Context: an optimization exercise on an open-source flow, tuned for small area, a short achievable clock period and few clock cycles. The choices shown serve that exercise and are no tape-out recipe.
At most, simulation tests tie the RTL to the original design; equivalence was not proved.
No functional check of the RTL was part of run 3.
Power and IR drop assume default switching activity.

$ cat design/flow/design.v
module fblc_dec (
    input  wire        clk,
    input  wire        rst_n,
    input  wire        in_valid,
    input  wire [7:0]  in_data,
    input  wire        in_last,
    output wire        in_ready,
    output wire        out_valid,
    input  wire        out_ready,
    output wire [15:0] out_syms,
    output wire [3:0]  out_count,
    output reg         done_valid,
    output reg  [3:0]  done_detail,
    output wire [31:0] done_bitoff,
    output wire [31:0] done_bytes
);
    localparam FN = 9;       
    localparam [3:0] P_HDR   = 4'd0,
                     P_TOK   = 4'd1,
                     P_G2    = 4'd2,
                     P_LITD  = 4'd3,
                     P_SPRE  = 4'd4,
                     P_SVOFF = 4'd5,
                     P_SRSYM = 4'd6,
                     P_SGZ   = 4'd7,
                     P_SGB   = 4'd8,
                     P_SEND  = 4'd9,
                     P_ISS   = 4'd10,
                     P_SKIP  = 4'd11,
                     P_FIN   = 4'd12;
    localparam [1:0] K_LIT = 2'd0, K_RUN = 2'd1, K_VERT = 2'd2, K_HIST = 2'd3;
    integer i;
    reg [3:0]  pst;
    reg [3:0]  hcnt;
    reg        he1, he2, he3, he4, he5, hhr;
    reg        hlo6;             
    reg [1:0]  htop;             
    reg [2:0]  hm;               
    reg [23:0] hlines;
    reg        hfull;            
    reg        h13;              
    reg        hlast;            
    reg [2:0]  wm;               
    reg [31:0] bb;
    reg [5:0]  bn;
    reg        dend;             
    reg [31:0] bitpos;
    reg [31:0] tstart;
    reg [31:0] rem;
    reg [7:0]  col;
    reg [8:0]  pp;               
    reg [9:0]  fill;             
    reg [1:0]  kind;
    reg [1:0]  tsym;
    reg [2:0]  vof;
    reg [9:0]  hdist;
    reg        pre1;
    reg [1:0]  fcnt;
    reg        gdist;
    reg [4:0]  gz;
    reg [4:0]  gleft;
    reg [23:0] gval;
    reg [2:0]  ecnt;
    reg [3:0]  detail;
    reg [31:0] st_val;           
    reg        st_off;
    reg        st_ok;
    assign done_bitoff = st_off ? st_val : 32'd0;
    assign done_bytes  = st_ok  ? st_val : 32'd0;
    reg        pend;             
    wire [8:0] wid = {wm, 6'd0};
    reg        cv;
    reg        ccopy;            
    reg        cvert;
    reg [23:0] cleft;
    reg        cge8;             
    reg        cle8;             
    reg [2:0]  cq0;              
    reg [5:0]  cqw0, cqw1;       
    reg signed [10:0] clo;       
    reg signed [10:0] chi;       
    reg [2:0]  crep;             
    reg [15:0] clit;
    reg [8:0]  ep;               
    reg        ov;
    reg [15:0] osyms;
    reg [3:0]  ocnt;
    assign out_valid = ov;
    assign out_syms  = osyms;
    assign out_count = ocnt;
    reg [1023:0] hist;           
    wire       ofree  = !ov || out_ready;
    wire       emit   = cv && ofree;
    wire [3:0] ecount = cge8 ? 4'd8 : {1'b0, cleft[2:0]};
    wire       elast  = cle8;
    wire [8:0] cqn    = {cqw0, cq0} + {5'd0, ecount};
    wire       cfree  = !cv || (emit && elast);
    wire       done_fire = pend && !cv && ofree;
    reg [15:0] rd;               
    reg [2:0]  rsel [0:7];       
    reg [7:0]  rmk;              
    reg [15:0] wdc;              
    reg [15:0] wdl;              
    reg [15:0] esyms;            
    reg [15:0] wd;               
    reg [5:0]  ra;
    reg [2:0]  kk;
    reg [3:0]  ln;
    reg [2:0]  wk;
    reg [2:0]  ek;
    always @(*) begin
        for (i = 0; i < 8; i = i + 1) begin
            ra = (i < cq0) ? cqw1 : cqw0;
            rd[2*i +: 2] = hist[2*(8*ra + i) +: 2];
        end
        for (i = 0; i < 8; i = i + 1) begin
            case (crep)
                3'd1: kk = 3'd0;
                3'd2: kk = i % 2;
                3'd3: kk = i % 3;
                3'd4: kk = i % 4;
                3'd5: kk = i % 5;
                3'd6: kk = i % 6;
                3'd7: kk = i % 7;
                default: kk = i;
            endcase
            ln = {1'b0, kk};
            rsel[i] = cq0 + kk;
            rmk[i]  = ($signed({7'd0, ln}) >= clo) && (!cvert || $signed({7'd0, i[3:0]}) < chi);
        end
        for (i = 0; i < 8; i = i + 1) begin
            wk = i[2:0] - ep[2:0];
            wdc[2*i +: 2] = rmk[wk] ? rd[2*rsel[wk] +: 2] : 2'd0;
            wdl[2*i +: 2] = clit[2*wk +: 2];
        end
        wd = ccopy ? wdc : wdl;
        for (i = 0; i < 8; i = i + 1) begin
            ek = ep[2:0] + i[2:0];
            esyms[2*i +: 2] = wd[2*ek +: 2];
        end
    end
    reg [7:0]  wm0, wm1;         
    reg [63:0] woh0, woh1;       
    reg [2:0]  mk;
    always @(*) begin
        for (i = 0; i < 8; i = i + 1) begin
            mk = i[2:0] - ep[2:0];
            wm0[i] = emit && ({1'b0, mk} < ecount) && (i >= ep[2:0]);
            wm1[i] = emit && ({1'b0, mk} < ecount) && (i < ep[2:0]);
        end
        for (i = 0; i < 64; i = i + 1)
            woh0[i] = (ep[8:3] == i);
        woh1 = {woh0[62:0], woh0[63]};
    end
    genvar gw, gb;
    generate
        for (gw = 0; gw < 64; gw = gw + 1) begin : g_word
            for (gb = 0; gb < 8; gb = gb + 1) begin : g_bank
                always @(posedge clk)
                    if ((woh0[gw] && wm0[gb]) || (woh1[gw] && wm1[gb]))
                        hist[2*(8*gw+gb) +: 2] <= wd[2*gb +: 2];
            end
        end
    endgenerate
    wire [1:0] pre = bb[31:30];
    function [15:0] gdec(input [20:0] x);    
        reg [3:0] z;
        reg       big;
        reg [9:0] v;
        integer k;
        begin
            z   = 4'd0;
            big = 1'b1;
            for (k = FN; k >= 0; k = k - 1)
                if (x[20-k]) begin
                    z   = k;
                    big = 1'b0;
                end
            v = 10'd0;
            for (k = 0; k <= FN; k = k + 1)
                if (z == k) v = (x >> (20 - 2*k)) & ((21'd1 << (k+1)) - 1);
            gdec = {big, z, 1'b0, v};
        end
    endfunction
    wire [15:0] gd0 = gdec(bb[31:11]);
    wire [15:0] gd2 = gdec(bb[29:9]);
    wire [15:0] gd4 = gdec(bb[27:7]);
    wire [15:0] gd5 = gdec(bb[26:6]);
    reg [2:0]  g0;
    reg [15:0] gsel;
    reg [3:0]  gzc;              
    reg        gbig;             
    reg [9:0]  gv;
    reg [5:0]  gneed;            
    always @(*) begin
        if (pst == P_G2)        begin g0 = 3'd0; gsel = gd0; end
        else if (pre == K_RUN)  begin g0 = 3'd4; gsel = gd4; end
        else if (pre == K_VERT) begin g0 = 3'd5; gsel = gd5; end
        else                    begin g0 = 3'd2; gsel = gd2; end
        gbig  = gsel[15];
        gzc   = gsel[14:11];
        gv    = gsel[9:0];
        gneed = g0 + 2*gzc + 1;
    end
    wire       genough   = (gneed <= bn);
    wire [8:0] line_left = wid - {1'b0, col};
    wire       fv_rem    = (rem[31:10] == 22'd0) && (gv > rem[9:0]);
    wire       fv_line   = ({1'b0, gv} > {1'b0, line_left});
    wire       fv_dist   = (gv > 10'd512);
    wire       fast_bits = !gbig && genough;
    wire       fast_bad  = fast_bits && (pre == K_HIST ? fv_dist : (fv_rem || (pre == K_VERT && fv_line)));
    wire       tok_v7    = (pre == K_VERT) && (bb[29:27] == 3'b111);
    wire       tok_serial = tok_v7 ? (bn >= 6'd5 || dend)
                                   : (fast_bad || (gbig && bn >= {3'd0, g0} + 6'd10) || (dend && !fast_bits));
    wire       g2_serial = (fast_bits && fv_rem) || (gbig && bn >= 6'd10) || (dend && !fast_bits);
    wire       sbit   = bb[31];
    wire       shave  = (bn != 6'd0);
    wire [23:0] gnew_z = 24'd1 << gz;
    wire [23:0] gnew_b = gval | ({23'd0, sbit} << (gleft - 5'd1));
    wire [23:0] gcand  = (pst == P_SGZ) ? gnew_z : gnew_b;
    wire       g_e9 = gdist && (gcand > 24'd512);
    wire       g_e7 = !gdist && ({8'd0, gcand} > rem);
    wire       g_e8 = !gdist && (kind == K_VERT) && (gcand > {15'd0, line_left});
    wire       g_err = g_e9 || g_e7 || g_e8;
    wire [3:0] g_det = g_e9 ? 4'd9 : g_e7 ? 4'd7 : 4'd8;
    wire [3:0]  lnum  = (gval[23:3] != 21'd0) ? 4'd8 : {1'b0, gval[2:0]};    
    wire [15:0] ldata;
    genvar gl;
    generate
        for (gl = 0; gl < 8; gl = gl + 1) begin : g_lit
            assign ldata[2*gl +: 2] = bb[31-2*gl -: 2];
        end
    endgenerate
    wire end_ok = (bn >= 6'd5) && (bb[31:27] == 5'b10111);
    wire can_iss = cfree && (!pend || done_fire);
    reg        iss;              
    reg        upd;              
    reg [1:0]  ikind;
    reg [23:0] iL;
    reg [2:0]  iv;
    reg [1:0]  isym;
    reg [5:0]  cons;             
    always @(*) begin
        iss   = 1'b0;
        upd   = 1'b0;
        ikind = kind;
        iL    = {14'd0, gv};
        iv    = vof;
        isym  = tsym;
        cons  = 6'd0;
        case (pst)
            P_TOK: begin
                ikind = pre;
                iv    = bb[29:27];
                isym  = bb[29:28];
                if (rem == 32'd0) begin
                    if (end_ok) cons = 6'd5;
                end else if (!tok_v7 && fast_bits && !fast_bad) begin
                    if (pre == K_HIST) begin
                        cons = gneed;
                    end else if (pre == K_LIT) begin
                        cons = gneed;
                    end else if (can_iss) begin
                        cons = gneed;
                        upd  = 1'b1;
                        iss  = 1'b1;
                    end
                end
            end
            P_G2: begin
                ikind = K_HIST;
                if (fast_bits && !fv_rem && can_iss) begin
                    cons = gneed;
                    upd  = 1'b1;
                    iss  = 1'b1;
                end
            end
            P_LITD: begin
                ikind = K_LIT;
                iL    = {20'd0, lnum};
                if ({1'b0, lnum, 1'b0} <= {1'b0, bn} && can_iss) begin
                    cons = {1'b0, lnum, 1'b0};
                    upd  = 1'b1;
                    iss  = 1'b1;
                end
            end
            P_ISS: begin
                iL = gval;
                if (kind == K_LIT) begin
                end else if (can_iss) begin
                    upd = 1'b1;
                    iss = 1'b1;
                end
            end
            P_SPRE, P_SVOFF, P_SRSYM, P_SGZ, P_SGB, P_SEND: begin
                if (shave) cons = 6'd1;
            end
            default: ;
        endcase
    end
    function [1:0] mod3_18(input [17:0] x);
        reg [4:0] s;
        reg [2:0] t;
        integer k;
        begin
            s = 5'd0;
            for (k = 0; k < 9; k = k + 1) s = s + {3'd0, x[2*k +: 2]};
            t = {1'b0, s[1:0]} + {1'b0, s[3:2]} + {2'b0, s[4]};
            case (t)
                3'd0, 3'd3, 3'd6: mod3_18 = 2'd0;
                3'd1, 3'd4, 3'd7: mod3_18 = 2'd1;
                default:          mod3_18 = 2'd2;
            endcase
        end
    endfunction
    wire [9:0] iLf = (pst == P_LITD) ? {6'd0, lnum} : gv;
    reg  [7:0] lmod;
    always @(*) begin
        if (pst == P_ISS) begin
            case (wm)
                3'd2:    lmod = {1'b0, gval[6:0]};
                3'd3:    lmod = {mod3_18(gval[23:6]), gval[5:0]};
                3'd4:    lmod = gval[7:0];
                default: lmod = {2'b0, gval[5:0]};
            endcase
        end else begin
            case (wm)
                3'd2:    lmod = {1'b0, iLf[6:0]};
                3'd3:    lmod = {mod3_18({14'd0, iLf[9:6]}), iLf[5:0]};
                3'd4:    lmod = iLf[7:0];
                default: lmod = {2'b0, iLf[5:0]};
            endcase
        end
    end
    wire [8:0] csum   = {1'b0, col} + {1'b0, lmod};
    wire [8:0] colnxt = (csum >= wid) ? csum - wid : csum;
    wire [10:0] fsum    = {1'b0, fill} + ((iL[23:10] != 14'd0) ? 11'd1024 : {1'b0, iL[9:0]});
    wire [9:0]  fillnxt = (fsum >= 11'd512) ? 10'd512 : fsum[9:0];
    wire [8:0]  vd    = wid + 9'd3 - {6'd0, iv};                         
    wire signed [10:0] vs   = $signed({3'd0, col}) + $signed({8'd0, iv}) - 11'sd3;
    wire signed [10:0] vlo1 = -vs;
    wire signed [10:0] vlo2 = $signed({2'd0, vd}) - $signed({1'b0, fill});
    wire [8:0]  cqv  = pp - vd;
    wire [8:0]  cqh  = pp - hdist[8:0];
    wire signed [10:0] hlo  = $signed({1'b0, hdist}) - $signed({1'b0, fill});
    wire        hacc   = !hfull && (pst == P_HDR || dend);
    wire        hfire  = hacc && in_valid;
    wire [3:0]  h_det  = he1 ? 4'd1 : he2 ? 4'd2 : he3 ? 4'd3 : he4 ? 4'd4 : he5 ? 4'd5 : 4'd0;
    wire [25:0] hlm    = (hm == 3'd1) ? {2'd0, hlines} :
                         (hm == 3'd2) ? {1'b0, hlines, 1'b0} :
                         (hm == 3'd3) ? ({2'd0, hlines} + {1'b0, hlines, 1'b0}) :
                                        {hlines, 2'b0};
    wire        body_st = (pst != P_HDR) && (pst != P_FIN) && (pst != P_SKIP);
    assign in_ready = hacc || (pst == P_SKIP && !dend) ||
                      (body_st && !dend && bn <= 6'd24);
    wire        bfire = body_st && in_valid && !dend && bn <= 6'd24;
    wire [5:0]  bnc   = bn - cons;
    wire [31:0] bsh   = bb << cons;
    wire [31:0] bput  = {in_data, 24'd0} >> bnc;
    localparam [4:0] END_PAT = 5'b10111;
    always @(posedge clk) begin
        if (!rst_n) begin
            pst    <= P_HDR;
            hcnt   <= 4'd0;
            he1 <= 1'b0; he2 <= 1'b0; he3 <= 1'b0; he4 <= 1'b0; he5 <= 1'b0; hhr <= 1'b0;
            hlo6   <= 1'b0;
            htop   <= 2'd0;
            hm     <= 3'd0;
            hlines <= 24'd0;
            hfull  <= 1'b0;
            h13    <= 1'b0;
            hlast  <= 1'b0;
            wm     <= 3'd0;
            bb     <= 32'd0;
            bn     <= 6'd0;
            dend   <= 1'b0;
            bitpos <= 32'd0;
            tstart <= 32'd0;
            rem    <= 32'd0;
            col    <= 8'd0;
            pp     <= 9'd0;
            fill   <= 10'd0;
            kind   <= 2'd0;
            tsym   <= 2'd0;
            vof    <= 3'd0;
            hdist   <= 10'd0;
            pre1   <= 1'b0;
            fcnt   <= 2'd0;
            gdist  <= 1'b0;
            gz     <= 5'd0;
            gleft  <= 5'd0;
            gval   <= 24'd0;
            ecnt   <= 3'd0;
            detail <= 4'd0;
            pend   <= 1'b0;
            done_valid  <= 1'b0;
            done_detail <= 4'd0;
            st_val      <= 32'd0;
            st_off      <= 1'b0;
            st_ok       <= 1'b0;
            cv     <= 1'b0;
            ccopy  <= 1'b0;
            cvert  <= 1'b0;
            cleft  <= 24'd0;
            cge8   <= 1'b0;
            cle8   <= 1'b0;
            cq0    <= 3'd0;
            cqw0   <= 6'd0;
            cqw1   <= 6'd0;
            clo    <= 11'sd0;
            chi    <= 11'sd0;
            crep   <= 3'd0;
            clit   <= 16'd0;
            ep     <= 9'd0;
            ov     <= 1'b0;
            osyms  <= 16'd0;
            ocnt   <= 4'd0;
        end else begin
            done_valid <= done_fire;
            if (done_fire) pend <= 1'b0;
            if (emit) begin
                ov    <= 1'b1;
                osyms <= esyms;
                ocnt  <= ecount;
                ep    <= ep + {5'd0, ecount};
                {cqw0, cq0} <= cqn;
                cqw1  <= cqn[8:3] + 6'd1;
                cleft <= cleft - {20'd0, ecount};
                cge8  <= (cleft - {20'd0, ecount}) >= 24'd8;
                cle8  <= (cleft - {20'd0, ecount}) <= 24'd8;
                if (clo > 11'sd0) clo <= clo - $signed({7'd0, ecount});
                if (chi > 11'sd0) chi <= chi - $signed({7'd0, ecount});
                if (elast) cv <= 1'b0;
            end else if (out_ready) begin
                ov <= 1'b0;
            end
            if (iss) begin
                cv <= 1'b1;
                case (ikind)
                    K_RUN: begin
                        ccopy <= 1'b0;
                        cvert <= 1'b0;
                        cleft <= iL;
                        cge8  <= iL >= 24'd8;
                        cle8  <= iL <= 24'd8;
                        clit  <= {8{isym}};
                    end
                    K_LIT: begin
                        ccopy <= 1'b0;
                        cvert <= 1'b0;
                        cleft <= iL;
                        cge8  <= iL >= 24'd8;
                        cle8  <= iL <= 24'd8;
                        clit  <= ldata;
                    end
                    K_VERT: begin
                        ccopy <= 1'b1;
                        cvert <= 1'b1;
                        cleft <= iL;
                        cge8  <= iL >= 24'd8;
                        cle8  <= iL <= 24'd8;
                        {cqw0, cq0} <= pp - vd;
                        cqw1  <= cqv[8:3] + 6'd1;
                        clo   <= (vlo1 > vlo2) ? vlo1 : vlo2;
                        chi   <= $signed({2'd0, wid}) - vs;
                        crep  <= 3'd0;
                    end
                    default: begin
                        ccopy <= 1'b1;
                        cvert <= 1'b0;
                        cleft <= iL;
                        cge8  <= iL >= 24'd8;
                        cle8  <= iL <= 24'd8;
                        {cqw0, cq0} <= pp - hdist[8:0];
                        cqw1  <= cqh[8:3] + 6'd1;
                        clo   <= hlo;
                        chi   <= 11'sd0;
                        crep  <= (hdist < 10'd8) ? hdist[2:0] : 3'd0;
                    end
                endcase
            end
            if (upd) begin
                rem  <= rem - {8'd0, iL};
                col  <= colnxt[7:0];
                pp   <= pp + iL[8:0];
                fill <= fillnxt;
            end
            bitpos <= bitpos + {26'd0, cons};
            if (body_st) begin
                bb <= bsh | (bfire ? bput : 32'd0);
                bn <= bnc + (bfire ? 6'd8 : 6'd0);
                if (bfire && in_last) dend <= 1'b1;
            end
            if (hfire) begin
                hcnt <= hcnt + 1'b1;
                case (hcnt)
                    4'd0:  begin
                               he1 <= (in_data != 8'h46);
                               he2 <= 1'b0; he3 <= 1'b0; he4 <= 1'b0; he5 <= 1'b0;
                           end
                    4'd1:  he1 <= he1 || (in_data != 8'h42);
                    4'd2:  he1 <= he1 || (in_data != 8'h01);
                    4'd3:  he2 <= (in_data != 8'h02);
                    4'd4:  begin hlo6 <= (in_data[5:0] != 6'd0); htop <= in_data[7:6]; end
                    4'd5:  begin
                               he3 <= hlo6 || !((in_data == 8'd0 && htop != 2'd0) ||
                                                (in_data == 8'd1 && htop == 2'd0));
                               hm  <= (in_data == 8'd1) ? 3'd4 : {1'b0, htop};
                           end
                    4'd6:  begin hhr <= in_data[0]; he5 <= (in_data[7:1] != 7'd0); end
                    4'd8:  hlines[7:0]   <= in_data;
                    4'd9:  hlines[15:8]  <= in_data;
                    4'd10: hlines[23:16] <= in_data;
                    4'd11: he4 <= (in_data != 8'd0) || (hlines == 24'd0);
                    default: he5 <= he5 || (in_data != 8'd0);      
                endcase
                if (hcnt == 4'd15 || in_last) begin
                    hfull <= 1'b1;
                    h13   <= (hcnt != 4'd15);
                    hlast <= in_last;
                end
            end
            case (pst)
            P_HDR: begin
                if (hfull) begin
                    hfull  <= 1'b0;
                    hcnt   <= 4'd0;
                    bitpos <= 32'd0;
                    bb     <= 32'd0;
                    bn     <= 6'd0;
                    dend   <= hlast;
                    if (h13) begin
                        detail <= 4'd13;
                        pst    <= P_FIN;
                    end else if (h_det != 4'd0) begin
                        detail <= h_det;
                        pst    <= P_SKIP;
                    end else begin
                        wm   <= hm;
                        col  <= 8'd0;
                        rem  <= {hlm, 6'd0};
                        if (hhr || hm != wm) fill <= 10'd0;
                        pst  <= P_TOK;
                    end
                end
            end
            P_TOK: begin
                tstart <= bitpos;
                kind   <= pre;
                vof    <= bb[29:27];
                tsym   <= bb[29:28];
                fcnt   <= 2'd0;
                ecnt   <= 3'd0;
                gz     <= 5'd0;
                gdist  <= 1'b0;
                if (rem == 32'd0) begin
                    if (end_ok) begin
                        detail <= 4'd0;
                        pst    <= P_SKIP;
                    end else if (bn >= 6'd5 || dend) begin
                        pst <= P_SEND;
                    end
                end else if (cons != 6'd0) begin
                    if (pre == K_HIST) begin
                        hdist <= gv;
                        pst  <= P_G2;
                    end else if (pre == K_LIT) begin
                        gval <= {14'd0, gv};
                        pst  <= P_LITD;
                    end
                end else if (tok_serial) begin
                    pst <= P_SPRE;
                end
            end
            P_G2: begin
                gz    <= 5'd0;
                gdist <= 1'b0;
                if (iss) begin
                    pst <= P_TOK;
                end else if (g2_serial) begin
                    pst <= P_SGZ;
                end
            end
            P_LITD: begin
                if (iss) begin
                    gval <= gval - {20'd0, lnum};
                    if (gval == {20'd0, lnum}) pst <= P_TOK;
                end else if (dend && {1'b0, lnum, 1'b0} > {1'b0, bn}) begin
                    detail <= 4'd12;
                    pst    <= P_SKIP;
                end
            end
            P_ISS: begin
                if (kind == K_LIT) begin
                    pst  <= P_LITD;
                end else if (iss) begin
                    pst <= P_TOK;
                end
            end
            P_SPRE: begin
                if (!shave) begin
                    if (dend) begin detail <= 4'd12; pst <= P_SKIP; end
                end else if (fcnt == 2'd0) begin
                    pre1 <= sbit;
                    fcnt <= 2'd1;
                end else begin
                    fcnt <= 2'd0;
                    kind <= {pre1, sbit};
                    case ({pre1, sbit})
                        K_LIT:  pst <= P_SGZ;
                        K_RUN:  pst <= P_SRSYM;
                        K_VERT: pst <= P_SVOFF;
                        default: begin gdist <= 1'b1; pst <= P_SGZ; end
                    endcase
                end
            end
            P_SVOFF: begin
                if (!shave) begin
                    if (dend) begin detail <= 4'd12; pst <= P_SKIP; end
                end else begin
                    vof <= {vof[1:0], sbit};
                    if (fcnt == 2'd2) begin
                        fcnt <= 2'd0;
                        if ({vof[1:0], sbit} == 3'b111) begin
                            detail <= 4'd11;
                            pst    <= P_SKIP;
                        end else begin
                            pst <= P_SGZ;
                        end
                    end else begin
                        fcnt <= fcnt + 1'b1;
                    end
                end
            end
            P_SRSYM: begin
                if (!shave) begin
                    if (dend) begin detail <= 4'd12; pst <= P_SKIP; end
                end else begin
                    tsym <= {tsym[0], sbit};
                    if (fcnt == 2'd1) begin
                        fcnt <= 2'd0;
                        pst  <= P_SGZ;
                    end else begin
                        fcnt <= fcnt + 1'b1;
                    end
                end
            end
            P_SGZ: begin
                if (!shave) begin
                    if (dend) begin detail <= 4'd12; pst <= P_SKIP; end
                end else if (!sbit) begin
                    if (gz == 5'd23) begin
                        detail <= 4'd6;
                        pst    <= P_SKIP;
                    end else begin
                        gz <= gz + 1'b1;
                    end
                end else begin
                    gval  <= gnew_z;
                    gleft <= gz;
                    if (g_err) begin
                        detail <= g_det;
                        pst    <= P_SKIP;
                    end else if (gz == 5'd0) begin
                        if (gdist) begin
                            hdist  <= gnew_z[9:0];
                            gdist <= 1'b0;
                            pst   <= P_G2;
                        end else begin
                            pst <= P_ISS;
                        end
                    end else begin
                        pst <= P_SGB;
                    end
                end
            end
            P_SGB: begin
                if (!shave) begin
                    if (dend) begin detail <= 4'd12; pst <= P_SKIP; end
                end else begin
                    gval  <= gnew_b;
                    gleft <= gleft - 1'b1;
                    if (g_err) begin
                        detail <= g_det;
                        pst    <= P_SKIP;
                    end else if (gleft == 5'd1) begin
                        gz <= 5'd0;
                        if (gdist) begin
                            hdist  <= gnew_b[9:0];
                            gdist <= 1'b0;
                            pst   <= P_G2;
                        end else begin
                            pst <= P_ISS;
                        end
                    end
                end
            end
            P_SEND: begin
                if (!shave) begin
                    if (dend) begin detail <= 4'd12; pst <= P_SKIP; end
                end else if (sbit != END_PAT[3'd4 - ecnt]) begin
                    detail <= 4'd10;
                    pst    <= P_SKIP;
                end else if (ecnt == 3'd4) begin
                    detail <= 4'd0;
                    pst    <= P_SKIP;
                end else begin
                    ecnt <= ecnt + 1'b1;
                end
            end
            P_SKIP: begin
                bb <= 32'd0;
                bn <= 6'd0;
                if (!dend && in_valid && in_last) dend <= 1'b1;
                if (dend || (in_valid && in_last)) pst <= P_FIN;
            end
            P_FIN: begin
                if (!pend) begin
                    pend        <= 1'b1;
                    done_detail <= detail;
                    st_val      <= (detail == 4'd0) ? 32'd16 + ((tstart + 32'd12) >> 3) : tstart;
                    st_off      <= (detail >= 4'd6 && detail <= 4'd12);
                    st_ok       <= (detail == 4'd0);
                    if (detail != 4'd0) fill <= 10'd0;
                    detail <= 4'd0;
                    dend   <= 1'b0;
                    bb     <= 32'd0;
                    bn     <= 6'd0;
                    pst    <= P_HDR;
                end
            end
            default: pst <= P_HDR;
            endcase
        end
    end
endmodule
$ cat design/flow/run.sh
#!/bin/bash
# synth_recipe.tcl (not shown) runs the flow's synth.tcl, then flattens the netlist and writes it again
# the make line also repeats each setting of config.mk as NAME=value (left out here)
make -C /OpenROAD-flow-scripts/flow DESIGN_CONFIG=/design/flow/config.mk WORK_HOME=/design/flow/orfs CLKGATE_MAP_FILE= SYNTH_SCRIPT=/design/flow/synth_recipe.tcl finish
$ cat design/flow/config.mk
export PLATFORM = sky130hd
export DESIGN_NAME = fblc_dec
export DESIGN_NICKNAME = fblc_dec
export VERILOG_FILES = /design/flow/design.v
export SDC_FILE = /design/flow/constraint.sdc
export NUM_CORES = 4
export LEC_CHECK = 0
export ABC_CLOCK_PERIOD_IN_PS = 5000
export CAP_MARGIN = 20
export CELL_PAD_IN_SITES_DETAIL_PLACEMENT = 1
export CELL_PAD_IN_SITES_GLOBAL_PLACEMENT = 2
export CORE_MARGIN = 2
export CORE_UTILIZATION = 30
export GPL_ROUTABILITY_DRIVEN = 1
export PLACE_DENSITY = 0.45
export SETUP_SLACK_MARGIN = 2.0
export SLEW_MARGIN = 20
$ cat design/flow/constraint.sdc
create_clock -name core_clock -period 8.0 [get_ports {clk}]
set_input_delay 1.6000 -clock core_clock [delete_from_list [all_inputs] [get_ports {clk}]]
set_output_delay 1.6000 -clock core_clock [all_outputs]
set_load 0.01 [all_outputs]
==> results.toml, run 1 <==
[synthesis]
yosysWarnings = 2
synth_seq_cells = 1453
async_flop_share_pct = 0
synth-edff-count = 1024
synth_area_um2 = 86330
yosysUniqueCellTypes = 97
synth_cells = 8268
yosysSeqAreaShare_pct = 45.57
ys.flop_type = "edfxtp_1"
avgSynthCellArea_um2 = 10.44

[route]
wl_um = 392600
post_drt_wl_per_cell_um = 31.48
first_pass_iters = 5
first_iter_violations = 4803
vias = 70910
drc = 0
antenna_left = 0
via_per_inst = 5.686

[placement]
dpl-instance-area_um2 = 93260
globalplace.congestion = 0.8625
portBuffers = 103
hpwl_um = 267100

[clocking]
clkSlewWorstSetupHoldPaths_ns = 0.06
cts_tree = "done"
cts_root_buffer = "clkbuf_16"
cts_num_sinks = 1453
clockBufferDepth = 4
h-tree-depth = 4
numCtsBuffers = 189
clkLatencyLatePin_ns = 0.92

[critical_path]
cp-endpoint = "col[6]"
critPathRequiredTime_ns = 8.78
r2r_end = "col[6]"
critPathCaptureType = "flip-flop"
r2r_start = "gval[6]"
critPathKind = "flip-flop to flip-flop"
critPathMaxStageDelay_ns = 0.58
critPathLaunchType = "flip-flop"
cp-startpoint = "gval[6]"
critPathBufInv = 2
worst-path-max-fanout = 4
cp.depth = 25
cp.arrival_ns = 7.60
cpMaxStageDelayCell = "fa_2"
critical-path-top-delay-family = "adder cells"
r2r_slack_ns = 1.18
r2r_cells = 25

[sta]
rsz0062_at_grt = "yes"
tightest_slew_ns = 1.219
min_period_ns = 6.821
slew_headroom_pct = 18.53
final_max_slew_viol_count = 0
fin_setup_tns_ns = 0
report.final.hold_viol_count = 0
period_share_pct = 85.27
skew_ns = 0.1221
setup_viol = 0
fmax_mhz = 146.6

[floorplanning]
placementRows = 196
die_h_um = 540.4
core_area_um2 = 285700
die_area_um2 = 292100
initial_core_util_pct = 30.22
die_w_um = 540.4
num_io_pins = 104

[job]
drv_cap = 0

[pwr]
p_int_mw = 24.49
leakage_nw = 36.75
p_seq_share_pct = 21.9
switching_power_mw = 20.00
ir_drop_uv = 441.9
p_per_area_nw_per_um2 = 425.7
swShare_pct = 44.95
clkPwrFrac_pct = 18.9
combPwrFrac_pct = 59.3

[global_route]
grt_max_degree = 94
grt_pass1_wl_um = 559100
grt-ovfl-total = 0
grt_util_all_layers_pct = 26.11
antenna_found_initial = 13
grt_pass1_vias = 74610

[layout]
final_common_cell = "edfxtp_1"
area_delta_synth_final_pct = 21.07
layout-drive-gt1-share_pct = 21.13
fin_area_um2 = 104500
fin_nets = 8953
fillCellCount = 30900
final_cell_mix = "edfxtp_1, nor2_1, nand2_1"

[status]
status = "complete, no violations"

[worst_hold_path]
hold_class = "flip-flop to flip-flop"
==> per-stage QoR <==
| stage | hold slack [ns] | power [mW] | util [%] | cells | setup slack (ns) |
|---|---|---|---|---|---|
| 6_report | 0.4471 | 44.49 | 36.58 | 12470 | 1.179 |
| 5_1_grt | 0.4798 | 46.96 | 36.58 | 12470 | 0.8285 |
| 4_1_cts | 0.4563 | 43.26 | 36.01 | 12390 | 1.084 |
| 3_5_place_dp | 0.4506 | 31.10 | 32.64 | 11850 | 0.1692 |
| 3_3_place_gp | 0.4511 | 31.08 | 32.63 | 11840 | 0.1519 |
| 2_1_floorplan | 0.4357 | 23.27 | - | 8271 | 1.514 |
==> cell type report <==
cell class / count / area [µm²] / area share (%)
well taps: 3762 / 4707 / 4.504
inverters: 288 / 1126 / 1.077
diodes: 4 / 10.01 / 0.009577
multi-input cells: 5901 / 46620 / 44.61
flip-flops and latches: 1453 / 39420 / 37.71
repair buffers: 724 / 6689 / 6.400
clock buffers: 247 / 5007 / 4.791
clock inverters: 92 / 938.4 / 0.8978
==> worst register-to-register path, delay by kind of cell, from the launching register on <==
kind / cells / cell delay (ns)
buffers and inverters: 2 / 0.11
xor gates and xnor gates: 1 / 0.22
DFF: 1 / 0.36
muxes: 1 / 0.21
AOI/OAI and AO/OA: 9 / 1.25
adders and majority gates: 10 / 4.16
and+or+nand+nor: 2 / 0.44
==> routing by layer <==
layer / GRT usage (%) / part of all wire (%)
met5: 0 / 0
met2: 45.67 / 50
met3: 2.466 / 3.4
met4: 10.57 / 4.4
met1: 32.94 / 42
==> cell families (layout without fill, tap and decap cells) <==
| logic type | after synthesis | count (layout) | synth area share [%] |
|---|---|---|---|
| XOR/XNOR | 283 | 284 | 2.871 |
| flip-flops | 1453 | 1453 | 45.57 |
| buffers and inverters | 921 | 1351 | 4.129 |
| other | 2 | 9 | 0.008700 |
| adder cells (fa/ha/maj) | 383 | 383 | 5.882 |
| multiplexers | 669 | 670 | 12.31 |
| AND/OR/NAND/NOR | 2309 | 2311 | 12.34 |
| AO/OA/AOI/OAI | 2248 | 2248 | 16.89 |
==> power by group through the flow <==
stage          clock, mW  combinational (mW)  sequential [mW]
2_1_floorplan          0                13.8             9.46
3_5_place_dp           0                21.2             9.87
6_report            8.39                26.4             9.74
5_1_grt             8.90                28.3             9.78
4_1_cts             8.64                24.9             9.74
3_3_place_gp           0                21.2             9.88
==> timing repair <==
item / in CTS / in global routing
hold buffers: 0 / 0
buffers inserted: 192 / 77
cloned: 9 / 4
setup endpoints to repair: 1173 / 461
gates resized for setup: 470 / 210
pin swaps: 144 / 104
==> how the worst min path moves through the flow <==
stage,from,end,slack [ns],depth (start not counted)
after floorplan,st_val[31],st_val[31],0.44,2
after global placement,done_detail[0],done_detail[0],0.45,2
after detailed placement,ocnt[3],ocnt[3],0.45,2
after CTS,bitpos[11],tstart[11],0.46,2
after global routing,done_detail[1],done_detail[1],0.48,2
final,bitpos[11],tstart[11],0.45,2
==> Yosys cell counts, types with 82 or more instances <==
cell type,instances,share of area [%]
nor2b_1,125,0.91
a211oi_1,160,1.4
ha_1,345,5.0
nor3_1,140,0.81
xnor2_1,154,1.6
edfxtp_1,1024,36
inv_1,274,1.2
a31oi_1,82,0.59
nor2_1,771,3.4
and2_1,94,0.68
a21oi_1,530,3.1
nand3_1,146,0.85
xor2_1,129,1.3
nand2_1,664,2.9
clkbuf_1,535,2.3
mux4_2,310,8.1
o22ai_1,497,3.6
o21ai_0,313,1.8
a21o_1,100,0.87
dfxtp_1,429,9.9
mux2i_1,318,3.7
==> flip-flops by register name (all words and copies together), names as in the netlist, 16 cells and up <==
| signal | cells |
|---|---|
| rem | 32 |
| hlines | 24 |
| tstart | 32 |
| clit | 16 |
| bitpos | 32 |
| cleft | 24 |
| st_val | 32 |
| hist | 1024 |
| gval | 24 |
| osyms | 16 |
| bb | 32 |
Testbench counts, summed over its fixed seeds: cycles 9,342.
==> run 2, diff against run 1 <==
--- a/design/flow/config.mk
+++ b/design/flow/config.mk
@@ -6,5 +6,4 @@
 export NUM_CORES = 4
 export LEC_CHECK = 0
-export ABC_CLOCK_PERIOD_IN_PS = 5000
 export CAP_MARGIN = 20
 export CELL_PAD_IN_SITES_DETAIL_PLACEMENT = 1
@@ -14,4 +13,3 @@
 export GPL_ROUTABILITY_DRIVEN = 1
 export PLACE_DENSITY = 0.45
-export SETUP_SLACK_MARGIN = 2.0
 export SLEW_MARGIN = 20
==> run 2 against run 1 <==
Compared with the run above:
- still clean
- clock skew shrank 0.013 ns
- non-clock buffer count decreased by 277
- sequential share of layout area increased by 2.1 points
- setup slack got worse by 0.74 ns
- die area did not move
- largest cell class unchanged
- largest power group unchanged
==> results.toml, run 2 <==
[clocking]
h-tree-depth = 4
clockBufferDepth = 4
cts_root_buffer = "clkbuf_16"
cts_num_sinks = 1453
numCtsBuffers = 185
clkSlewWorstSetupHoldPaths_ns = 0.06
clkLatencyLatePin_ns = 0.90
cts_tree = "done"

[pwr]
p_per_area_nw_per_um2 = 394.8
finalPower_mw = 39.06
ir_drop_uv = 319.7
leakage_nw = 34.56

[sta]
period_share_pct = 94.50
rsz0062_at_grt = "no"
setup_viol = 0
skew_ns = 0.1089
tightest_slew_ns = 1.133
fin_setup_tns_ns = 0
min_period_ns = 7.560
fmax_mhz = 132.3
slew_headroom_pct = 24.10
final_max_slew_viol_count = 0
report.final.hold_viol_count = 0

[critical_path]
critPathBufInv = 4
crit_path_frequent_cell = "o21a_1"
critPathKind = "flip-flop to flip-flop"
critical-path-top-delay-family = "compound AO/OA/AOI/OAI gates"
worst-path-max-fanout = 10
cp.arrival_ns = 8.30
r2r_start = "bb[22]"
cpMaxStageDelayCell = "fa_1"
critPathMaxStageDelay_ns = 0.70
critPathLaunchType = "flip-flop"
r2r_slack_ns = 0.44
r2r_cells = 28
critPathRequiredTime_ns = 8.74
r2r_end = "bb[23]"
critPathCaptureType = "flip-flop"

[placement]
portBuffers = 103
hpwl_um = 263300
globalplace.congestion = 0.8553

[route]
via_per_inst = 5.705
wl_um = 377100
antenna_left = 0
post_drt_wl_per_cell_um = 30.96
first_pass_iters = 7
drc = 0
first_iter_violations = 4824
vias = 69480

[synthesis]
ys.flop_type = "edfxtp_1"
yosysUniqueCellTypes = 97
yosys-top-cells-count = "edfxtp_1, nor2_1, nand2_1, clkbuf_1, a21oi_1"
yosysWarnings = 2
async_flop_share_pct = 0
yosysMostFrequentCell = "edfxtp_1"
synth_area_um2 = 86330
avgSynthCellArea_um2 = 10.44
ys_top_cells_by_area = "edfxtp_1, dfxtp_1, mux4_2, ha_1, mux2i_1"
yosys.area.top_type_share_pct = 35.62
synth-edff-count = 1024
synth_seq_cells = 1453
synth_cells = 8268
yosysSeqAreaShare_pct = 45.57
synth_top_area_cell = "edfxtp_1"

[layout]
area_delta_synth_final_pct = 14.61
layout-drive-gt1-share_pct = 13.93
final_common_cell = "edfxtp_1"
top_register = "hist"
final_cell_mix = "edfxtp_1, nor2_1, nand2_1"
largest_reg_flops = 1024
fin_nets = 8668

[floorplanning]
placementRows = 196
initial_core_util_pct = 30.22
num_io_pins = 104
die_area_um2 = 292100
core_area_um2 = 285700
die_h_um = 540.4
die_w_um = 540.4

[worst_hold_path]
worstHoldPathCells = 2
hold_class = "flip-flop to flip-flop"
min_from = "ocnt[0]"
min_to = "ocnt[0]"

[status]
status = "complete, no violations"

[global_route]
antenna_found_initial = 11
grt_util_all_layers_pct = 25.24
grt_pass1_vias = 72540
grt-ovfl-total = 0
grt_max_degree = 130
grt_pass1_wl_um = 542300

[job]
drv_cap = 0
run 2: kinds of logic (layout without fill, tap and decap cells):
family          count (synthesis)  count (layout)  synth area share (%)
mux                           669             669                 12.31
simple gates                 2309            2309                 12.34
flops                        1453            1453                 45.57
fa+ha+maj                     383             383                 5.882
other cells                     2               9              0.008700
xor+xnor                      283             283                 2.871
buf+inv                       921            1064                 4.129
compound gates               2248            2248                 16.89
run 2: cell type report:
class	count	area [µm²]
diodes	4	10.01
clock buffers	243	5031
clock inverters	86	959.7
fillers	31190	186800
inverters	288	1091
multi-input cells	5897	44070
flip-flops and latches	1453	39350
well taps	3762	4707
repair buffers	447	3711
run 2: per-stage QoR:
stage	hold slack, ns	area (µm²)	setup WS [ns]	utilization [%]	std cells
after floorplan	0.4357	86340	0.8323	-	8271
after global placement	0.4499	92840	0.2107	32.50	11850
after detailed placement	0.4521	92850	0.2377	32.50	11850
after CTS	0.4590	98840	0.2008	34.60	12180
after global routing	0.4905	98930	0.02648	34.63	12180
final	0.4576	98940	0.4403	34.63	12180
run 2: worst max path at each step:
stage	end	startpoint	slack, ns	depth (start not counted)
final	bb[23]	bb[22]	0.44	28
after global routing	bitpos[24]	bb[26]	0.03	30
after CTS	bb[23]	bb[23]	0.20	28
after detailed placement	bb[23]	bb[23]	0.24	28
after global placement	bb[23]	bb[23]	0.21	28
after floorplan	bn[5]	bb[26]	0.83	39
run 2: where the power goes:
part           total (mW)  switching (mW)  internal (mW)
registers            9.63           0.561           9.07
clock network        8.51            3.54           4.98
logic                20.9            13.5           7.42
total                39.1            17.6           21.5
run 2: per-layer routing:
layer | wire length (µm) | part of all wire [%] | vias up | GRT usage (%)
li1 | - | - | 31430 | -
met1 | 163500 | 43 | 36000 | 32.70
met2 | 186000 | 49 | 1566 | 43.91
met3 | 13630 | 3.6 | 486 | 2.319
met4 | 14000 | 3.7 | 0 | 8.543
met5 | 0 | 0 | - | 0
run 2: worst reg2reg max path, delay by kind of cell (launching register included):
kind | cells | cell delay (ns)
muxes | 2 | 0.65
AOI/OAI and AO/OA | 15 | 3.62
DFF | 1 | 0.52
buffers and inverters | 4 | 0.45
and+or+nand+nor | 3 | 0.43
adders and majority gates | 4 | 1.78
run 2: timing repair:
item,CTS,global route
buffers inserted,0,1
hold buffers,0,0
gates resized for setup,0,12
endpoints found under the setup margin,0,32
==> run 3, diff against run 2 <==
--- a/design/flow/design.v
+++ b/design/flow/design.v
@@ -16,4 +16,5 @@
 );
     localparam FN = 9;       
+    localparam FD = 4;       
     localparam [3:0] P_HDR   = 4'd0,
                      P_TOK   = 4'd1,
@@ -44,9 +45,12 @@
     reg [31:0] bb;
     reg [5:0]  bn;
-    reg        dend;             
-    reg [31:0] bitpos;
+    reg        iend;             
+    reg [8:0]  fq [0:FD-1];      
+    reg [2:0]  fn;
+    wire       dend = iend && (fn == 3'd0);    
+    reg [28:0] btk;              
     reg [31:0] tstart;
     reg [31:0] rem;
-    reg [7:0]  col;
+    reg [8:0]  colu;             
     reg [8:0]  pp;               
     reg [9:0]  fill;             
@@ -192,5 +196,4 @@
     reg        gbig;             
     reg [9:0]  gv;
-    reg [5:0]  gneed;            
     always @(*) begin
         if (pst == P_G2)        begin g0 = 3'd0; gsel = gd0; end
@@ -201,8 +204,11 @@
         gzc   = gsel[14:11];
         gv    = gsel[9:0];
-        gneed = g0 + 2*gzc + 1;
     end
-    wire       genough   = (gneed <= bn);
+    wire [6:0] bno       = {1'b0, bn} - {4'd0, g0} - 7'd1;
+    wire       genough   = !bno[6] && ({2'b0, gzc, 1'b0} <= bno[5:0]);
+    wire [8:0] colr      = colu - wid;
+    wire [7:0] col       = colr[8] ? colu[7:0] : colr[7:0];
     wire [8:0] line_left = wid - {1'b0, col};
+    wire       rem_z     = (rem == 32'd0);
     wire       fv_rem    = (rem[31:10] == 22'd0) && (gv > rem[9:0]);
     wire       fv_line   = ({1'b0, gv} > {1'b0, line_left});
@@ -225,11 +231,17 @@
     wire [3:0] g_det = g_e9 ? 4'd9 : g_e7 ? 4'd7 : 4'd8;
     wire [3:0]  lnum  = (gval[23:3] != 21'd0) ? 4'd8 : {1'b0, gval[2:0]};    
+    wire [15:0] lsrc  = (pst == P_LITD) ? bb[31:16] :
+                        (gzc[1:0] == 2'd0) ? bb[28:13] :
+                        (gzc[1:0] == 2'd1) ? bb[26:11] :
+                        (gzc[1:0] == 2'd2) ? bb[24:9] : bb[22:7];
     wire [15:0] ldata;
     genvar gl;
     generate
         for (gl = 0; gl < 8; gl = gl + 1) begin : g_lit
-            assign ldata[2*gl +: 2] = bb[31-2*gl -: 2];
+            assign ldata[2*gl +: 2] = lsrc[15-2*gl -: 2];
         end
     endgenerate
+    wire [5:0]  lneed = {1'b0, gzc[1:0], 1'b0} + {1'b0, gv[3:0], 1'b0} + 6'd3;
+    wire        lwhole = (gv <= 10'd8) && (lneed <= bn);
     wire end_ok = (bn >= 6'd5) && (bb[31:27] == 5'b10111);
     wire can_iss = cfree && (!pend || done_fire);
@@ -240,5 +252,7 @@
     reg [2:0]  iv;
     reg [1:0]  isym;
-    reg [5:0]  cons;             
+    reg        acc;              
+    reg [2:0]  sa;               
+    reg [3:0]  sz;               
     always @(*) begin
         iss   = 1'b0;
@@ -248,5 +262,7 @@
         iv    = vof;
         isym  = tsym;
-        cons  = 6'd0;
+        acc   = 1'b0;
+        sa    = g0 + 3'd1;
+        sz    = gzc;
         case (pst)
             P_TOK: begin
@@ -254,13 +270,18 @@
                 iv    = bb[29:27];
                 isym  = bb[29:28];
-                if (rem == 32'd0) begin
-                    if (end_ok) cons = 6'd5;
+                if (rem_z) begin
+                    sa  = 3'd5;
+                    sz  = 4'd0;
+                    acc = end_ok;
                 end else if (!tok_v7 && fast_bits && !fast_bad) begin
-                    if (pre == K_HIST) begin
-                        cons = gneed;
-                    end else if (pre == K_LIT) begin
-                        cons = gneed;
+                    if (pre == K_LIT && lwhole && can_iss) begin
+                        acc  = 1'b1;
+                        upd  = 1'b1;
+                        iss  = 1'b1;
+                        sz   = gzc + gv[3:0];
+                    end else if (pre == K_HIST || pre == K_LIT) begin
+                        acc = 1'b1;
                     end else if (can_iss) begin
-                        cons = gneed;
+                        acc  = 1'b1;
                         upd  = 1'b1;
                         iss  = 1'b1;
@@ -271,5 +292,5 @@
                 ikind = K_HIST;
                 if (fast_bits && !fv_rem && can_iss) begin
-                    cons = gneed;
+                    acc  = 1'b1;
                     upd  = 1'b1;
                     iss  = 1'b1;
@@ -279,6 +300,8 @@
                 ikind = K_LIT;
                 iL    = {20'd0, lnum};
+                sa    = 3'd0;
+                sz    = lnum;
                 if ({1'b0, lnum, 1'b0} <= {1'b0, bn} && can_iss) begin
-                    cons = {1'b0, lnum, 1'b0};
+                    acc  = 1'b1;
                     upd  = 1'b1;
                     iss  = 1'b1;
@@ -287,5 +310,5 @@
             P_ISS: begin
                 iL = gval;
-                if (kind == K_LIT) begin
+                if (kind == K_LIT || !issw) begin
                 end else if (can_iss) begin
                     upd = 1'b1;
@@ -294,5 +317,7 @@
             end
             P_SPRE, P_SVOFF, P_SRSYM, P_SGZ, P_SGB, P_SEND: begin
-                if (shave) cons = 6'd1;
+                sa  = 3'd1;
+                sz  = 4'd0;
+                acc = shave;
             end
             default: ;
@@ -316,12 +341,17 @@
     wire [9:0] iLf = (pst == P_LITD) ? {6'd0, lnum} : gv;
     reg  [7:0] lmod;
+    reg  [7:0] lms;              
+    reg        issw;
+    always @(posedge clk) begin
+        case (wm)
+            3'd2:    lms <= {1'b0, gval[6:0]};
+            3'd3:    lms <= {mod3_18(gval[23:6]), gval[5:0]};
+            3'd4:    lms <= gval[7:0];
+            default: lms <= {2'b0, gval[5:0]};
+        endcase
+    end
     always @(*) begin
         if (pst == P_ISS) begin
-            case (wm)
-                3'd2:    lmod = {1'b0, gval[6:0]};
-                3'd3:    lmod = {mod3_18(gval[23:6]), gval[5:0]};
-                3'd4:    lmod = gval[7:0];
-                default: lmod = {2'b0, gval[5:0]};
-            endcase
+            lmod = lms;
         end else begin
             case (wm)
@@ -333,7 +363,10 @@
         end
     end
-    wire [8:0] csum   = {1'b0, col} + {1'b0, lmod};
-    wire [8:0] colnxt = (csum >= wid) ? csum - wid : csum;
-    wire [10:0] fsum    = {1'b0, fill} + ((iL[23:10] != 14'd0) ? 11'd1024 : {1'b0, iL[9:0]});
+    wire [8:0] colnxt = {1'b0, col} + {1'b0, lmod};
+    wire [10:0] fsum    = {1'b0, fill} + ((pst == P_ISS) ? ((gval[23:10] != 14'd0) ? 11'd1024 : {1'b0, gval[9:0]})
+                                                         : {1'b0, iLf});
+    wire [10:0] rlo     = {1'b0, rem[9:0]} - {1'b0, iLf};
+    wire [21:0] rhim1   = rem[31:10] - 22'd1;
+    wire [31:0] rem_fast = {rlo[10] ? rhim1 : rem[31:10], rlo[9:0]};
     wire [9:0]  fillnxt = (fsum >= 11'd512) ? 10'd512 : fsum[9:0];
     wire [8:0]  vd    = wid + 9'd3 - {6'd0, iv};                         
@@ -344,5 +377,5 @@
     wire [8:0]  cqh  = pp - hdist[8:0];
     wire signed [10:0] hlo  = $signed({1'b0, hdist}) - $signed({1'b0, fill});
-    wire        hacc   = !hfull && (pst == P_HDR || dend);
+    wire        hacc   = !hfull && (pst == P_HDR || iend);
     wire        hfire  = hacc && in_valid;
     wire [3:0]  h_det  = he1 ? 4'd1 : he2 ? 4'd2 : he3 ? 4'd3 : he4 ? 4'd4 : he5 ? 4'd5 : 4'd0;
@@ -352,10 +385,13 @@
                                         {hlines, 2'b0};
     wire        body_st = (pst != P_HDR) && (pst != P_FIN) && (pst != P_SKIP);
-    assign in_ready = hacc || (pst == P_SKIP && !dend) ||
-                      (body_st && !dend && bn <= 6'd24);
-    wire        bfire = body_st && in_valid && !dend && bn <= 6'd24;
-    wire [5:0]  bnc   = bn - cons;
-    wire [31:0] bsh   = bb << cons;
-    wire [31:0] bput  = {in_data, 24'd0} >> bnc;
+    assign in_ready = hacc || (pst == P_SKIP && !iend) ||
+                      (body_st && !iend && fn != FD);
+    wire        ffire = body_st && in_valid && !iend && fn != FD;
+    wire        bfire = body_st && fn != 3'd0 && bn <= 6'd24;
+    wire [31:0] bba   = bb | (bfire ? ({fq[0][7:0], 24'd0} >> bn) : 32'd0);
+    wire [5:0]  bnf   = bn + (bfire ? 6'd8 : 6'd0);
+    wire [31:0] bsa   = bba << sa;
+    wire [31:0] bsz   = bsa << {sz, 1'b0};
+    wire [5:0]  bna   = bnf - {3'd0, sa} - {1'b0, sz, 1'b0};
     localparam [4:0] END_PAT = 5'b10111;
     always @(posedge clk) begin
@@ -374,9 +410,11 @@
             bb     <= 32'd0;
             bn     <= 6'd0;
-            dend   <= 1'b0;
-            bitpos <= 32'd0;
+            iend   <= 1'b0;
+            fn     <= 3'd0;
+            for (i = 0; i < FD; i = i + 1) fq[i] <= 9'd0;
+            btk    <= 29'd0;
             tstart <= 32'd0;
             rem    <= 32'd0;
-            col    <= 8'd0;
+            colu   <= 9'd0;
             pp     <= 9'd0;
             fill   <= 10'd0;
@@ -394,4 +432,5 @@
             detail <= 4'd0;
             pend   <= 1'b0;
+            issw   <= 1'b0;
             done_valid  <= 1'b0;
             done_detail <= 4'd0;
@@ -481,14 +520,23 @@
             end
             if (upd) begin
-                rem  <= rem - {8'd0, iL};
-                col  <= colnxt[7:0];
-                pp   <= pp + iL[8:0];
+                rem  <= (pst == P_ISS) ? rem - {8'd0, gval} : rem_fast;
+                colu <= colnxt;
+                pp   <= pp + ((pst == P_ISS) ? gval[8:0] : iLf[8:0]);
                 fill <= fillnxt;
             end
-            bitpos <= bitpos + {26'd0, cons};
             if (body_st) begin
-                bb <= bsh | (bfire ? bput : 32'd0);
-                bn <= bnc + (bfire ? 6'd8 : 6'd0);
-                if (bfire && in_last) dend <= 1'b1;
+                bb <= acc ? bsz : bba;
+                bn <= acc ? bna : bnf;
+                if (bfire) btk <= btk + 29'd1;
+                if (ffire && in_last) iend <= 1'b1;
+                for (i = 0; i < FD; i = i + 1) begin
+                    if (bfire) begin
+                        if (ffire && i == fn - 1) fq[i] <= {in_last, in_data};
+                        else if (i < FD - 1)      fq[i] <= fq[i+1];
+                    end else if (ffire && i == fn) begin
+                        fq[i] <= {in_last, in_data};
+                    end
+                end
+                fn <= fn + {2'd0, ffire} - {2'd0, bfire};
             end
             if (hfire) begin
@@ -526,8 +574,8 @@
                     hfull  <= 1'b0;
                     hcnt   <= 4'd0;
-                    bitpos <= 32'd0;
+                    btk    <= 29'd0;
                     bb     <= 32'd0;
                     bn     <= 6'd0;
-                    dend   <= hlast;
+                    iend   <= hlast;
                     if (h13) begin
                         detail <= 4'd13;
@@ -538,5 +586,5 @@
                     end else begin
                         wm   <= hm;
-                        col  <= 8'd0;
+                        colu <= 9'd0;
                         rem  <= {hlm, 6'd0};
                         if (hhr || hm != wm) fill <= 10'd0;
@@ -546,5 +594,5 @@
             end
             P_TOK: begin
-                tstart <= bitpos;
+                tstart <= {btk, 3'd0} - {26'd0, bn};
                 kind   <= pre;
                 vof    <= bb[29:27];
@@ -554,5 +602,5 @@
                 gz     <= 5'd0;
                 gdist  <= 1'b0;
-                if (rem == 32'd0) begin
+                if (rem_z) begin
                     if (end_ok) begin
                         detail <= 4'd0;
@@ -561,9 +609,9 @@
                         pst <= P_SEND;
                     end
-                end else if (cons != 6'd0) begin
+                end else if (acc) begin
                     if (pre == K_HIST) begin
                         hdist <= gv;
                         pst  <= P_G2;
-                    end else if (pre == K_LIT) begin
+                    end else if (pre == K_LIT && !iss) begin
                         gval <= {14'd0, gv};
                         pst  <= P_LITD;
@@ -592,8 +640,11 @@
             end
             P_ISS: begin
+                issw <= 1'b1;
                 if (kind == K_LIT) begin
+                    issw <= 1'b0;
                     pst  <= P_LITD;
                 end else if (iss) begin
-                    pst <= P_TOK;
+                    issw <= 1'b0;
+                    pst  <= P_TOK;
                 end
             end
@@ -712,6 +763,7 @@
                 bb <= 32'd0;
                 bn <= 6'd0;
-                if (!dend && in_valid && in_last) dend <= 1'b1;
-                if (dend || (in_valid && in_last)) pst <= P_FIN;
+                fn <= 3'd0;
+                if (!iend && in_valid && in_last) iend <= 1'b1;
+                if (iend || (in_valid && in_last)) pst <= P_FIN;
             end
             P_FIN: begin
@@ -724,5 +776,5 @@
                     if (detail != 4'd0) fill <= 10'd0;
                     detail <= 4'd0;
-                    dend   <= 1'b0;
+                    iend   <= 1'b0;
                     bb     <= 32'd0;
                     bn     <= 6'd0;
--- a/design/flow/config.mk
+++ b/design/flow/config.mk
@@ -6,4 +6,5 @@
 export NUM_CORES = 4
 export LEC_CHECK = 0
+export ABC_CLOCK_PERIOD_IN_PS = 5000
 export CAP_MARGIN = 20
 export CELL_PAD_IN_SITES_DETAIL_PLACEMENT = 1
@@ -13,3 +14,4 @@
 export GPL_ROUTABILITY_DRIVEN = 1
 export PLACE_DENSITY = 0.45
+export SETUP_SLACK_MARGIN = 3.0
 export SLEW_MARGIN = 20
==> run 3 against run 2 <==
Compared with the run above:
- die area grew 6.4%
- sequential power up 1%
- largest power group unchanged
- power up 19%
- combinational power up 33%
- register-to-register slack better by 0.40 ns
- highest routed layer is now met5
- critical path type unchanged
- hold slack better by 0.0058 ns
- clock-buffer cell count is 6 lower
==> results.toml, run 3 <==
[sta]
setup_viol = 0
rsz0062_at_grt = "yes"
final_max_slew_viol_count = 0
slew_headroom_pct = 20.80
period_share_pct = 89.47
skew_ns = 0.09346
tightest_slew_ns = 1.155
min_period_ns = 7.157
fmax_mhz = 139.7
report.final.hold_viol_count = 0
fin_setup_tns_ns = 0

[critical_path]
cpMaxStageDelayCell = "or4_4"
critPathCaptureType = "flip-flop"
cp.arrival_ns = 7.84
critPathRequiredTime_ns = 8.68
critPathMaxStageDelay_ns = 0.55
critPathKind = "flip-flop to flip-flop"
worst-path-max-fanout = 6
critPathLaunchType = "flip-flop"
crit_path_frequent_cell = "ha_4"

[global_route]
grt-ovfl-total = 0
grt_max_degree = 153
grt_pass1_vias = 79610
grt_pass1_wl_um = 610100
grt_util_all_layers_pct = 27.04
antenna_found_initial = 16

[synthesis]
synth_top_family_by_area = "compound AO/OA/AOI/OAI gates"
synth_seq_cells = 1495
yosysSeqAreaShare_pct = 43.71
yosys.area_share.simple_pct = 12.98
yosys.area_share.adder_pct = 5.957
async_flop_share_pct = 0
synth_top_area_cell = "edfxtp_1"
synth_xor_area_share_pct = 2.916
muxShareOfSynthArea_pct = 12.17
ys.flop_type = "edfxtp_1"
avgSynthCellArea_um2 = 10.20
synth_compound_area_share_pct = 17.84
ys_top_cells_by_area = "edfxtp_1, dfxtp_1, mux4_2, ha_1, mux2i_1"
synth_area_um2 = 91920
yosysUniqueCellTypes = 128
yosysMostFrequentCell = "edfxtp_1"
synth-edff-count = 1024
yosys-top-cells-count = "edfxtp_1, nand2_1, nor2_1, a21oi_1, clkbuf_1"
yosys.area.top_type_share_pct = 33.45
yosysWarnings = 3
synth_cells = 9008

[route]
post_drt_wl_per_cell_um = 32.34
vias = 78040
wl_um = 441200
drc = 0
via_per_inst = 5.720
first_iter_violations = 5936
first_pass_iters = 6
antenna_left = 0

[pwr]
p_per_area_nw_per_um2 = 410.9
leakage_nw = 40.10
ir_drop_uv = 275.6

[status]
status = "complete, no violations"

[placement]
globalplace.congestion = 0.8932
hpwl_um = 297300
dp.cells = 12870
portBuffers = 103

[layout]
multi_input_area_um2 = 51960
largest_reg_flops = 1024
area_delta_synth_final_pct = 23.42
top_register = "hist"
final_common_cell = "edfxtp_1"
fillCellCount = 33280
seqCellArea_um2 = 40240
final_cells = 13640
final_cell_mix = "edfxtp_1, nor2_1, nand2_1"
layout-drive-gt1-share_pct = 23.25
fin_nets = 9810

[floorplanning]
die_h_um = 557.5
num_io_pins = 104
die_w_um = 557.5
initial_core_util_pct = 30.11
core_area_um2 = 305300
placementRows = 203
die_area_um2 = 310800

[clocking]
clkLatencyLatePin_ns = 0.88
cts_tree = "done"
cts_num_sinks = 1495
cts_root_buffer = "clkbuf_16"
numCtsBuffers = 190
clkSlewWorstSetupHoldPaths_ns = 0.07
ctsHoldBuffers = 0
h-tree-depth = 4
clockBufferDepth = 4

[worst_hold_path]
hold_class = "flip-flop to flip-flop"

[job]
drv_cap = 0
[run 3: cell types whose count changed after synthesis, moves of 39 or more]
cell	change
nor3_1	+45
a211oi_1	+57
dfxtp_1	+42
nand2_1	+129
inv_1	+53
o21ai_0	+41
nand3_1	+39
a21oi_1	+67
[run 3: worst paths after layout]
| check | startpoint | endpoint | slack (ns) | cells past startpoint |
|---|---|---|---|---|
| setup reg to reg | bb[26] | bn[5] | 0.84 | 37 |
| hold reg to reg | done_detail[2] | done_detail[2] | 0.46 | 2 |
| hold / removal | done_detail[2] | done_detail[2] | 0.46 | 2 |
| setup / recovery | bb[26] | bn[5] | 0.84 | 37 |
[run 3: per-layer routing]
layer	global-route usage (%)	part of all wire (%)	vias to the layer above
li1	-	-	34930
met1	36.69	45	40660
met2	44.83	47	1896
met3	3.223	4.6	549
met4	8.316	3.5	4
met5	0	0.0048	-
[run 3: layout make-up]
cell class / count / area share [%]
Antenna cell: 7 / 0.01544
Clock buffer: 237 / 4.491
Clock inverter: 105 / 1.117
Inverter: 340 / 1.177
Multi-Input combinational cell: 6503 / 45.80
Sequential cell: 1495 / 35.47
Tap cell: 4100 / 4.522
Timing Repair Buffer: 855 / 7.398
Timing Repair inverter: 1 / 0.006617
[run 3: logic make-up after synthesis]
kind of cell | count (synthesis)
and+or+nand+nor | 2542
muxes | 729
xor gates and xnor gates | 306
AOI/OAI and AO/OA | 2498
buffers and inverters | 1024
DFF | 1495
other | 2
adders and majority gates | 412
[run 3: power breakdown]
part           leakage [nW]  switching, mW  internal [mW]  total, mW
Clock                  3.09           3.69           5.32       9.00
Sequential             13.3          0.606           9.16       9.77
Combinational          23.7           16.9           11.0       27.8
[run 3: timing repair]
item,4_1_cts,5_1_grt
setup buffers,101,287
pin swaps,82,166
gates resized for setup,234,538
endpoints found under the setup margin,1405,1428
gates cloned,13,26
hold endpoints to repair,0,0
[run 3: worst max-delay path, delay by kind of cell (launching register included)]
| family | cells | cell delay, ns |
|---|---|---|
| adder cells (fa/ha/maj) | 6 | 1.94 |
| AND/OR/NAND/NOR | 12 | 2.34 |
| AO/OA/AOI/OAI | 11 | 1.39 |
| buffers and inverters | 6 | 0.63 |
| XOR/XNOR | 2 | 0.34 |
| flip-flops | 1 | 0.38 |
[run 3: through the flow]
stage	utilization, %	hold slack [ns]	area, µm²	setup WS (ns)	total power, mW
after global placement	32.62	0.4480	99600	-0.2058	32.71
after detailed placement	32.63	0.4569	99620	-0.06281	32.70
final	37.16	0.4633	113400	0.8427	46.62
after global routing	37.16	0.4838	113400	0.5618	49.16
after CTS	35.43	0.4673	108200	0.9101	44.13
after floorplan	-	0.3290	93430	0.9776	24.63
==> run 4, diff against run 3 <==
--- a/design/flow/design.v
+++ b/design/flow/design.v
@@ -310,5 +310,5 @@
             P_ISS: begin
                 iL = gval;
-                if (kind == K_LIT || !issw) begin
+                if (kind == K_LIT) begin
                 end else if (can_iss) begin
                     upd = 1'b1;
@@ -341,17 +341,12 @@
     wire [9:0] iLf = (pst == P_LITD) ? {6'd0, lnum} : gv;
     reg  [7:0] lmod;
-    reg  [7:0] lms;              
-    reg        issw;
-    always @(posedge clk) begin
-        case (wm)
-            3'd2:    lms <= {1'b0, gval[6:0]};
-            3'd3:    lms <= {mod3_18(gval[23:6]), gval[5:0]};
-            3'd4:    lms <= gval[7:0];
-            default: lms <= {2'b0, gval[5:0]};
-        endcase
-    end
     always @(*) begin
         if (pst == P_ISS) begin
-            lmod = lms;
+            case (wm)
+                3'd2:    lmod = {1'b0, gval[6:0]};
+                3'd3:    lmod = {mod3_18(gval[23:6]), gval[5:0]};
+                3'd4:    lmod = gval[7:0];
+                default: lmod = {2'b0, gval[5:0]};
+            endcase
         end else begin
             case (wm)
@@ -432,5 +427,4 @@
             detail <= 4'd0;
             pend   <= 1'b0;
-            issw   <= 1'b0;
             done_valid  <= 1'b0;
             done_detail <= 4'd0;
@@ -640,11 +634,8 @@
             end
             P_ISS: begin
-                issw <= 1'b1;
                 if (kind == K_LIT) begin
-                    issw <= 1'b0;
                     pst  <= P_LITD;
                 end else if (iss) begin
-                    issw <= 1'b0;
-                    pst  <= P_TOK;
+                    pst <= P_TOK;
                 end
             end
--- a/design/flow/config.mk
+++ b/design/flow/config.mk
@@ -14,4 +14,4 @@
 export GPL_ROUTABILITY_DRIVEN = 1
 export PLACE_DENSITY = 0.45
-export SETUP_SLACK_MARGIN = 3.0
+export SETUP_SLACK_MARGIN = 2.0
 export SLEW_MARGIN = 20
==> run 4 against run 3 <==
Compared with the run above:
- via count is 1.1% lower
- critical path depth is 6 higher
- sequential power hardly changed
- routed wire length is 1.5% lower
- clock power is 2% lower
- cell count is 2.3% lower
- setup slack worse by 0.13 ns
- hold slack worse by 0.0034 ns
- largest cell class unchanged
==> results.toml, run 4 <==
[critical_path]
critPathLaunchType = "flip-flop"
cp-startpoint = "bb[26]"
critPathKind = "flip-flop to flip-flop"
worst-path-max-fanout = 7
r2r_end = "bb[19]"
critPathRequiredTime_ns = 8.78
critical-path-top-delay-family = "buffers and inverters"
cp-endpoint = "bb[19]"
critPathCaptureType = "flip-flop"
r2r_cells = 43
r2r_start = "bb[26]"
cp.arrival_ns = 8.06
r2r_slack_ns = 0.72
cpMaxStageDelayCell = "or4_4"
cp.depth = 43
critPathMaxStageDelay_ns = 0.55
critPathBufInv = 19

[synthesis]
yosys-top-cells-count = "edfxtp_1, nor2_1, nand2_1, a21oi_1, clkbuf_1"
yosys.area.top_type_share_pct = 33.58
synth_cells = 8996
ys.flop_type = "edfxtp_1"
async_flop_share_pct = 0
avgSynthCellArea_um2 = 10.18
yosysSeqAreaShare_pct = 43.67
ys_top_cells_by_area = "edfxtp_1, dfxtp_1, mux4_2, ha_1, mux2i_1"
synth-edff-count = 1024
yosysWarnings = 3
synth_top_area_cell = "edfxtp_1"

[sta]
period_share_pct = 91.03
fin_setup_tns_ns = 0
setup_viol = 0
min_period_ns = 7.283
hold_ws_ns = 0.4600
rsz0062_at_grt = "yes"
final_max_slew_viol_count = 0

[global_route]
antenna_found_initial = 20
grt_pass1_vias = 80400
grt_util_all_layers_pct = 27.32
grt_pass1_wl_um = 614600

[layout]
top_register = "hist"
fillCellCount = 33170
largest_reg_flops = 1024
layout-drive-gt1-share_pct = 18.76
area_delta_synth_final_pct = 18.88
fin_nets = 9628

[worst_hold_path]
worstHoldPathCells = 2
hold_class = "flip-flop to flip-flop"

[pwr]
leakage_nw = 38.74
ir_drop_uv = 243.5
p_per_area_nw_per_um2 = 378.2

[placement]
hpwl_um = 304300
portBuffers = 103

[floorplanning]
die_h_um = 556.5
placementRows = 202
die_area_um2 = 309700
die_w_um = 556.5
core_area_um2 = 303300

[job]
drv_cap = 0

[clocking]
clkLatencyLatePin_ns = 0.92
cts_num_sinks = 1486
h-tree-depth = 4
clkSlewWorstSetupHoldPaths_ns = 0.06
numCtsBuffers = 187
clockBufferDepth = 4

[status]
status = "complete, no violations"

[route]
first_iter_violations = 5811
antenna_left = 0
first_pass_iters = 7
post_drt_wl_per_cell_um = 32.60
vias = 77190
wl_um = 434600
[run 4: changes by cell type after synthesis, sizes merged, moves of 15 or more]
cell,delta
nor2,+66
a31oi,+29
nand2b,-23
nand3,-17
a21oi,-36
mux4,+24
buf,-21
mux2,-21
a22oi,-19
a211oi,-41
o21ai,+62
or2,+20
a311oi,-19
inv,-15
[run 4: area by class of cell]
type | count | area, µm² | share of cell area, %
clock inverter | 102 | 1231 | 1.131
multi-input combinational | 6511 | 50150 | 46.06
timing repair buffer | 683 | 6141 | 5.640
tap | 3978 | 4977 | 4.572
clock buffer | 237 | 5030 | 4.620
inverter | 330 | 1281 | 1.177
sequential | 1486 | 40050 | 36.78
antenna | 6 | 15.01 | 0.01379
[run 4: cells by family after synthesis]
| logic type | after synthesis | synth area share [%] |
|---|---|---|
| and+or+nand+nor | 2566 | 13.00 |
| adders and majority gates | 419 | 6.069 |
| AOI/OAI and AO/OA | 2485 | 17.51 |
| xor gates and xnor gates | 293 | 2.802 |
| buffers and inverters | 1001 | 4.249 |
| muxes | 744 | 12.69 |
| DFF | 1486 | 43.67 |
| other | 2 | 0.008200 |
[run 4: worst min-delay path by stage]
stage | endpoint | start
6_report | ocnt[3] | ocnt[3]
3_5_place_dp | ocnt[3] | ocnt[3]
4_1_cts | ocnt[3] | ocnt[3]
5_1_grt | hhr | hhr
3_3_place_gp | fq[1][5] | fq[1][5]
2_1_floorplan | fq[1][5] | fq[1][5]
[run 4: per-layer routing]
layer / wire, µm / track usage [%] / vias to the layer above
met3: 16500 / 2.654 / 571
met5: 24 / 0 / -
li1: - / - / 34510
met1: 185800 / 34.92 / 40300
met2: 216200 / 48.14 / 1804
met4: 16100 / 8.816 / 4
[run 4: report_power, final]
| part | leakage [nW] | internal, mW | switching, mW | total, mW |
|---|---|---|---|---|
| clock network | 3.01 | 5.15 | 3.71 | 8.86 |
| registers | 13.2 | 9.46 | 0.685 | 10.1 |
| logic | 22.5 | 8.19 | 14.0 | 22.2 |
| total | 38.7 | 22.8 | 18.4 | 41.2 |
[run 4: timing repair]
item,in CTS,in global routing
pin swaps,67,63
gates cloned,9,2
gates resized for setup,315,138
setup endpoints to repair,1231,596
setup buffers,85,48
hold buffers,0,0
[run 4: worst min-delay path, delay by kind of cell (launching register included)]
| kind | cells | cell delay, ns |
|---|---|---|
| and+or+nand+nor | 1 | 0.05 |
| DFF | 1 | 0.31 |
| AOI/OAI and AO/OA | 1 | 0.05 |
[run 4: stage by stage]
stage	util [%]	setup WS, ns	std cells	area, µm²
after detailed placement	32.72	0.2174	12840	99250
final	35.90	0.7174	13330	108900
after CTS	35.55	0.7006	13280	107800
after global placement	32.71	0.004539	12840	99190
after global routing	35.89	0.4625	13330	108900
after floorplan	-	0.7242	8997	91800
Testbench counts of run 4, summed over its fixed seeds: cycles 9,047.

Re-timed with assumed drivers on the ports (clkbuf_16 on the clock, buf_2 on other inputs), run 4 has 0.717 ns of setup slack against 0.717 ns with ideal ports, and 0.717 ns once port delays also move by the mid clock arrival of 0.988 ns.
